Context: an optimization exercise on an open-source flow, tuned for small area, a short achievable clock period and few clock cycles per item. The choices shown serve that exercise and are no tape-out recipe.
Function was checked by simulation only, so behaviour that the tests miss may differ from the original.

$ cat flow/config.mk
export PLATFORM = sky130hd
export DESIGN_NAME = qg_screen_lane
export DESIGN_NICKNAME = qg_screen_lane
export VERILOG_FILES = /design/flow/design.v
export SDC_FILE = /design/flow/constraint.sdc
export NUM_CORES = 4
export LEC_CHECK = 0
export CAP_MARGIN = 20
export CORE_MARGIN = 2
export CORE_UTILIZATION = 40
export PLACE_DENSITY = 0.6
export SLEW_MARGIN = 20
$ cat flow/run.sh
#!/bin/bash
# synth_recipe.tcl (not shown) runs the flow's synth.tcl, then flattens the netlist and writes it again
# the make line also repeats each setting of config.mk as NAME=value (left out here)
make -C /OpenROAD-flow-scripts/flow DESIGN_CONFIG=/design/flow/config.mk WORK_HOME=/design/flow/orfs CLKGATE_MAP_FILE= SYNTH_SCRIPT=/design/flow/synth_recipe.tcl finish
$ cat flow/constraint.sdc
create_clock -name core_clock -period 48.0 [get_ports {clk}]
set_input_delay 9.6000 -clock core_clock [delete_from_list [all_inputs] [get_ports {clk}]]
set_output_delay 9.6000 -clock core_clock [all_outputs]
set_load 0.01 [all_outputs]
$ cat flow/design.v
module qg_screen_lane (
    input  wire         clk,
    input  wire         rst,
    input  wire         in_valid,
    output wire         in_ready,
    input  wire [1:0]   in_fmt,         
    input  wire         in_grey3,       
    input  wire         in_two_rowsets,
    input  wire [7:0]   in_p0,          
    input  wire [7:0]   in_ph,          
    input  wire [7:0]   in_pv,          
    input  wire [7:0]   in_phv,         
    input  wire [15:0]  in_gain,        
    input  wire [111:0] in_theta,       
    input  wire [15:0]  in_mask,        
    input  wire [8:0]   in_share,       
    input  wire         in_zone,        
    input  wire [10:0]  in_k,           
    input  wire [10:0]  in_s,           
    input  wire [11:0]  in_dots2_map,   
    output reg          out_valid,
    output reg  [2:0]   out_logical,
    output reg  [2:0]   out_level,
    output reg          out_rowset,
    output reg          out_pick_b,
    output reg          out_clip
);
    localparam FMT_C600  = 2'd0;
    localparam FMT_C1200 = 2'd1;
    localparam FMT_DOTS2 = 2'd2;
    assign in_ready = 1'b1;
    function [2:0] level_of;
        input [15:0]  s;
        input [111:0] th;
        input         grey3;
        integer k;
        reg [2:0] n;
        begin
            n = 3'd0;
            for (k = 0; k < 7; k = k + 1)
                if ((grey3 || k < 3) && s > th[16*k +: 16])
                    n = n + 3'd1;
            level_of = n;
        end
    endfunction
    reg         s1_valid;
    reg [1:0]   s1_fmt;
    reg         s1_grey3, s1_two;
    reg [7:0]   s1_p0, s1_ph, s1_pv, s1_phv;
    reg [15:0]  s1_gain;
    reg [111:0] s1_theta;
    reg [15:0]  s1_mask;
    reg [8:0]   s1_share;
    reg         s1_zone;
    reg [10:0]  s1_k, s1_s;
    reg [11:0]  s1_map;
    always @(posedge clk) begin
        if (rst) begin
            s1_valid <= 1'b0;
        end else begin
            s1_valid <= in_valid;
        end
        if (in_valid) begin
            s1_fmt   <= in_fmt;
            s1_grey3 <= in_grey3;
            s1_two   <= in_two_rowsets;
            s1_p0    <= in_p0;
            s1_ph    <= in_ph;
            s1_pv    <= in_pv;
            s1_phv   <= in_phv;
            s1_gain  <= in_gain;
            s1_theta <= in_theta;
            s1_mask  <= in_mask;
            s1_share <= in_share;
            s1_zone  <= in_zone;
            s1_k     <= in_k;
            s1_s     <= in_s;
            s1_map   <= in_dots2_map;
        end
    end
    wire [11:0] up_sum = 12'd9 * s1_p0 + 12'd3 * s1_ph + 12'd3 * s1_pv + {4'd0, s1_phv};
    wire [9:0]  u      = (s1_fmt == FMT_C600) ? ((up_sum + 12'd2) >> 2) : {s1_p0, 2'b00};
    wire [17:0] t_num  = u * 18'd257;
    wire [15:0] t      = t_num[17:2];
    wire [31:0] prod   = t * s1_gain;
    wire [18:0] ramp_num = ({8'd0, s1_k} + 19'd1) << 8;
    wire [11:0] ramp_den = {1'b0, s1_s} + 12'd1;
    wire [18:0] ramp     = ramp_num / ramp_den;
    wire        rowset   = s1_two && ({1'b0, s1_mask[7:0]} < s1_share);
    wire [2:0]  dots_v   = (s1_fmt == FMT_DOTS2) ? {1'b0, s1_p0[1:0]} : s1_p0[2:0];
    wire [2:0]  dots_lv  = (s1_fmt == FMT_DOTS2 && s1_grey3) ? s1_map[3*s1_p0[1:0] +: 3]
                                                             : dots_v;
    reg         s2_valid;
    reg         s2_contone, s2_grey3;
    reg [15:0]  s2_t;
    reg [31:0]  s2_prod;
    reg [111:0] s2_theta;
    reg [2:0]   s2_dots;
    reg         s2_rowset, s2_pick_b;
    always @(posedge clk) begin
        if (rst) begin
            s2_valid <= 1'b0;
        end else begin
            s2_valid <= s1_valid;
        end
        s2_contone <= (s1_fmt == FMT_C600) || (s1_fmt == FMT_C1200);
        s2_grey3   <= s1_grey3;
        s2_t       <= t;
        s2_prod    <= prod;
        s2_theta   <= s1_theta;
        s2_dots    <= dots_lv;
        s2_rowset  <= rowset;
        s2_pick_b  <= s1_zone && ({11'd0, s1_mask[15:8]} < ramp);
    end
    wire [32:0] e_full = ({1'b0, s2_prod} + 33'h2000) >> 14;
    wire        clip   = e_full > 33'd65535;
    wire [15:0] e      = clip ? 16'hFFFF : e_full[15:0];
    always @(posedge clk) begin
        if (rst) begin
            out_valid <= 1'b0;
        end else begin
            out_valid <= s2_valid;
        end
        out_rowset <= s2_rowset;
        out_pick_b <= s2_pick_b;
        if (s2_contone) begin
            out_logical <= level_of(s2_t, s2_theta, s2_grey3);
            out_level   <= level_of(e, s2_theta, s2_grey3);
            out_clip    <= clip;
        end else begin
            out_logical <= s2_dots;
            out_level   <= s2_dots;
            out_clip    <= 1'b0;
        end
    end
endmodule
==> summary.txt <==
==> cell type report <==
| type | instances | area (um2) |
|---|---|---|
| Antenna cell | 2 | 5.00 |
| Clock buffer | 62 | 1290 |
| Clock inverter | 25 | 318 |
| Fill cell | 8607 | 48700 |
| Inverter | 457 | 1720 |
| Multi-Input combinational cell | 2903 | 24900 |
| Sequential cell | 390 | 10000 |
| Tap cell | 1186 | 1480 |
| Timing Repair Buffer | 296 | 2840 |
==> path summary, 6_finish.rpt <==
check / end / slack, ns / cells past startpoint
worst max-delay path: s2_pick_b$_DFF_P_ / 3.86 / 236
worst min-delay path: s2_theta[64]$_DFF_P_ / 0.33 / 0
worst max register to register: s2_pick_b$_DFF_P_ / 3.86 / 236
worst min register to register: s2_theta[64]$_DFF_P_ / 0.33 / 0
==> layer usage <==
metal  vias to the layer above  wire [um]
li1                      14000          -
met1                     13900      47000
met2                       781      46500
met3                       169       6540
met4                        10       2640
met5                         -         69
==> synthesized netlist by cell type (8+ instances only) <==
library cell | number | area share
ha_1 | 554 | 0.19
inv_1 | 453 | 0.046
nand2_1 | 342 | 0.035
fa_1 | 229 | 0.12
a21oi_1 | 228 | 0.031
edfxtp_1 | 224 | 0.18
nor2_1 | 173 | 0.018
dfxtp_1 | 166 | 0.090
o21ai_0 | 147 | 0.020
xnor2_1 | 119 | 0.028
and2_1 | 100 | 0.017
a21o_1 | 93 | 0.019
nand4_1 | 72 | 0.012
nand3_1 | 69 | 0.0094
nor2b_1 | 67 | 0.011
o21a_1 | 67 | 0.014
nand2b_1 | 66 | 0.011
clkbuf_1 | 63 | 0.0064
nor3_1 | 58 | 0.0079
xor2_1 | 54 | 0.013
mux2_2 | 51 | 0.016
o21bai_1 | 41 | 0.0084
and3_1 | 25 | 0.0043
o31ai_1 | 22 | 0.0045
a31oi_1 | 21 | 0.0036
mux2i_1 | 19 | 0.0052
or3_1 | 19 | 0.0032
or2_2 | 17 | 0.0029
a21boi_0 | 13 | 0.0027
and4_1 | 13 | 0.0031
o22ai_1 | 13 | 0.0022
a211oi_1 | 12 | 0.0024
buf_2 | 12 | 0.0016
a211o_1 | 11 | 0.0026
o211ai_1 | 11 | 0.0022
nor4_1 | 10 | 0.0017
o41ai_1 | 8 | 0.0019
==> stage by stage <==
step	instances	worst slack [ns]	area [um2]
after floorplan	3839	4.54	36800
after global placement	5210	1.22	40600
after detailed placement	5210	0.165	40600
after CTS	5297	0.0579	42200
after global routing	5319	0.00350	42600
final	5321	3.86	42600
==> cells by family (layout without fill, tap and decap cells) <==
| logic type | after synthesis | after routing |
|---|---|---|
| AO/OA/AOI/OAI | 783 | 783 |
| XOR/XNOR | 175 | 175 |
| adder cells (fa/ha/maj) | 783 | 783 |
| buffers and inverters | 546 | 840 |
| flip-flops | 390 | 390 |
| multiplexers | 80 | 80 |
| other | 1 | 3 |
| AND/OR/NAND/NOR | 1081 | 1081 |
==> registers in the layout, summed over array words and instances, names as in the netlist, 2 cells and up <==
name         count
s2_prod         19
s1_fmt           2
s1_s            11
s1_k            11
s2_t            16
s1_pv            8
s1_mask         16
s1_p0            8
s1_ph            8
s1_share         9
s2_theta       112
s1_map          12
out_logical      3
s1_theta       112
s1_phv           8
s2_dots          3
out_level        3
s1_gain         16
==> timing repair <==
item | 4_1_cts | 5_1_grt
gates resized for setup | 0 | 79
setup buffers | 0 | 22
endpoints found under the setup margin | 0 | 1
==> critical path, delay by kind of cell, from the launching register on <==
| family | cells | cell delay [ns] |
|---|---|---|
| simple gates | 51 | 7.87 |
| flops | 1 | 0.49 |
| fa+ha+maj | 19 | 5.88 |
| mux | 5 | 1.62 |
| compound gates | 146 | 25.86 |
| xor+xnor | 3 | 0.45 |
| buf+inv | 12 | 1.83 |
==> results.ini <==
[cts]
cts_root_buf=clkbuf_16
cts_tree=done
path_clk_slew_ns=0.07
ctsHtreeMaxLevel=2
clock-sinks=390
clk_latency_ns=0.64
cts.path.max_buffers=3
cts_buffers=47
cts-hold-fix-buffers=0

[setup_path]
critPathRequiredTime_ns=48.50
worstSetupEndpointType=flop
cpPeakStageDelay_ns=0.58
start_kind=flop
worstReg2RegStart=s1_s[1]$_DFFE_PP_
cp.arrival_ns=44.64
crit_top_cell=a21oi_1
path_class=reg -> reg
cp-startpoint=s1_s[1]$_DFFE_PP_
worstPathMaxFanout=18
critPathSlowestCell=or4b_4

[logic_synthesis]
ys_warn_count=1
postSynthAreaPerCell_um2=9.58
syn_nets=4849
syn_inst=3839
synth_cell_type_count=109
synth-simple-area-share=0.150
seq_area_frac_synth=0.273
ys.flop_type=edfxtp_1
synth_compound_area_frac=0.139
synth-edff-count=224
synth_xor_area_frac=0.0421
synth_area_um2=36800
synth_fa_ha_area_frac=0.313
synth_mux_area_frac=0.0252
synth_top_family_by_area=adder cells
ys_async_sr_fraction=0
ys_seq_elements=390

[sta]
hold_viol=0
fmax_ghz=0.0227
fin_tns_setup_ns=0
fin_crit_ns=44.14
whs_ns=0.334
slew_violations=0
timing.final.crit_share=0.920
worstMarginPinSlew_ns=0.962
max_slew_margin=0.359
rsz0062_at_grt=false
skew_ns=0.0405
finalSetupViolCount=0

[detailed_routing]
dr.pass1.iters=7
drt_iter0_drc=1706
vias=28800
wirelength_mm=103
vias_per_cell=5.41
postRouteAntennaNets=0
drcViolationCount=0
wl_per_cell_um=19.3

[global_route]
grt_pass1_wl_mm=161
gr-usage-met1=0.296
grt-ovfl-total=0
use_met2=0.353
antenna_found_initial=9
use_met3=0.0387
grt_max_degree=127
grt_busiest_layer=met2
grt_pass1_vias=29100
gr-usage-all-layers=0.217

[finish]
final_cell_mix=ha_1, inv_1, nand2_1
final_util=0.467
syn2layout_area_growth_pct=15.9
final_common_cell=ha_1
nets=5105
drive_gt1_frac=0.0767

[placement]
hpwl_mm=79.4
place.gp.congestion=0.944
io_buffers=236

[hold_path]
hp-start=s1_theta[64]$_DFFE_PP_
min_path_type=reg -> reg

[die]
io_pins=238
coreArea_um2=91400
die_x_um=307
dieArea_um2=94400
die_h_um=307
placementRows=111
initial_core_util=0.403

[status]
outcome=complete, no violations

[run]
max-cap-violations=0

Testbench counts, summed over its fixed seeds: cycles 40,016, items 40,000.

[re-timing with driven ports]
The results above use ideal ports. As a check the final layout listed here was re-extracted and re-timed, cells and wires unchanged.
Step 1 sets driving cells, clkbuf_16 on the clock port and buf_2 on the other inputs (assumed; they add their load-dependent delay and slew).
Step 2 times the ports against the registers' clock, not the clock port: input delays grow and output delays shrink by t, the midpoint of the rising clock arrivals with the driver on.
a / b / c = ideal ports / drivers / drivers and shift; a / b = the first two.
t (ns): 0.689
slack for setup (ns): 3.863 / 3.863 / 3.863
hold slack, ns: 0.334 / 0.334 / 0.334
worst setup path at the end: register to register
After both steps this run still meets setup and hold. For this run, drivers alone change the setup slack by 0.000 ns; drivers and shift together by 0.000 ns.
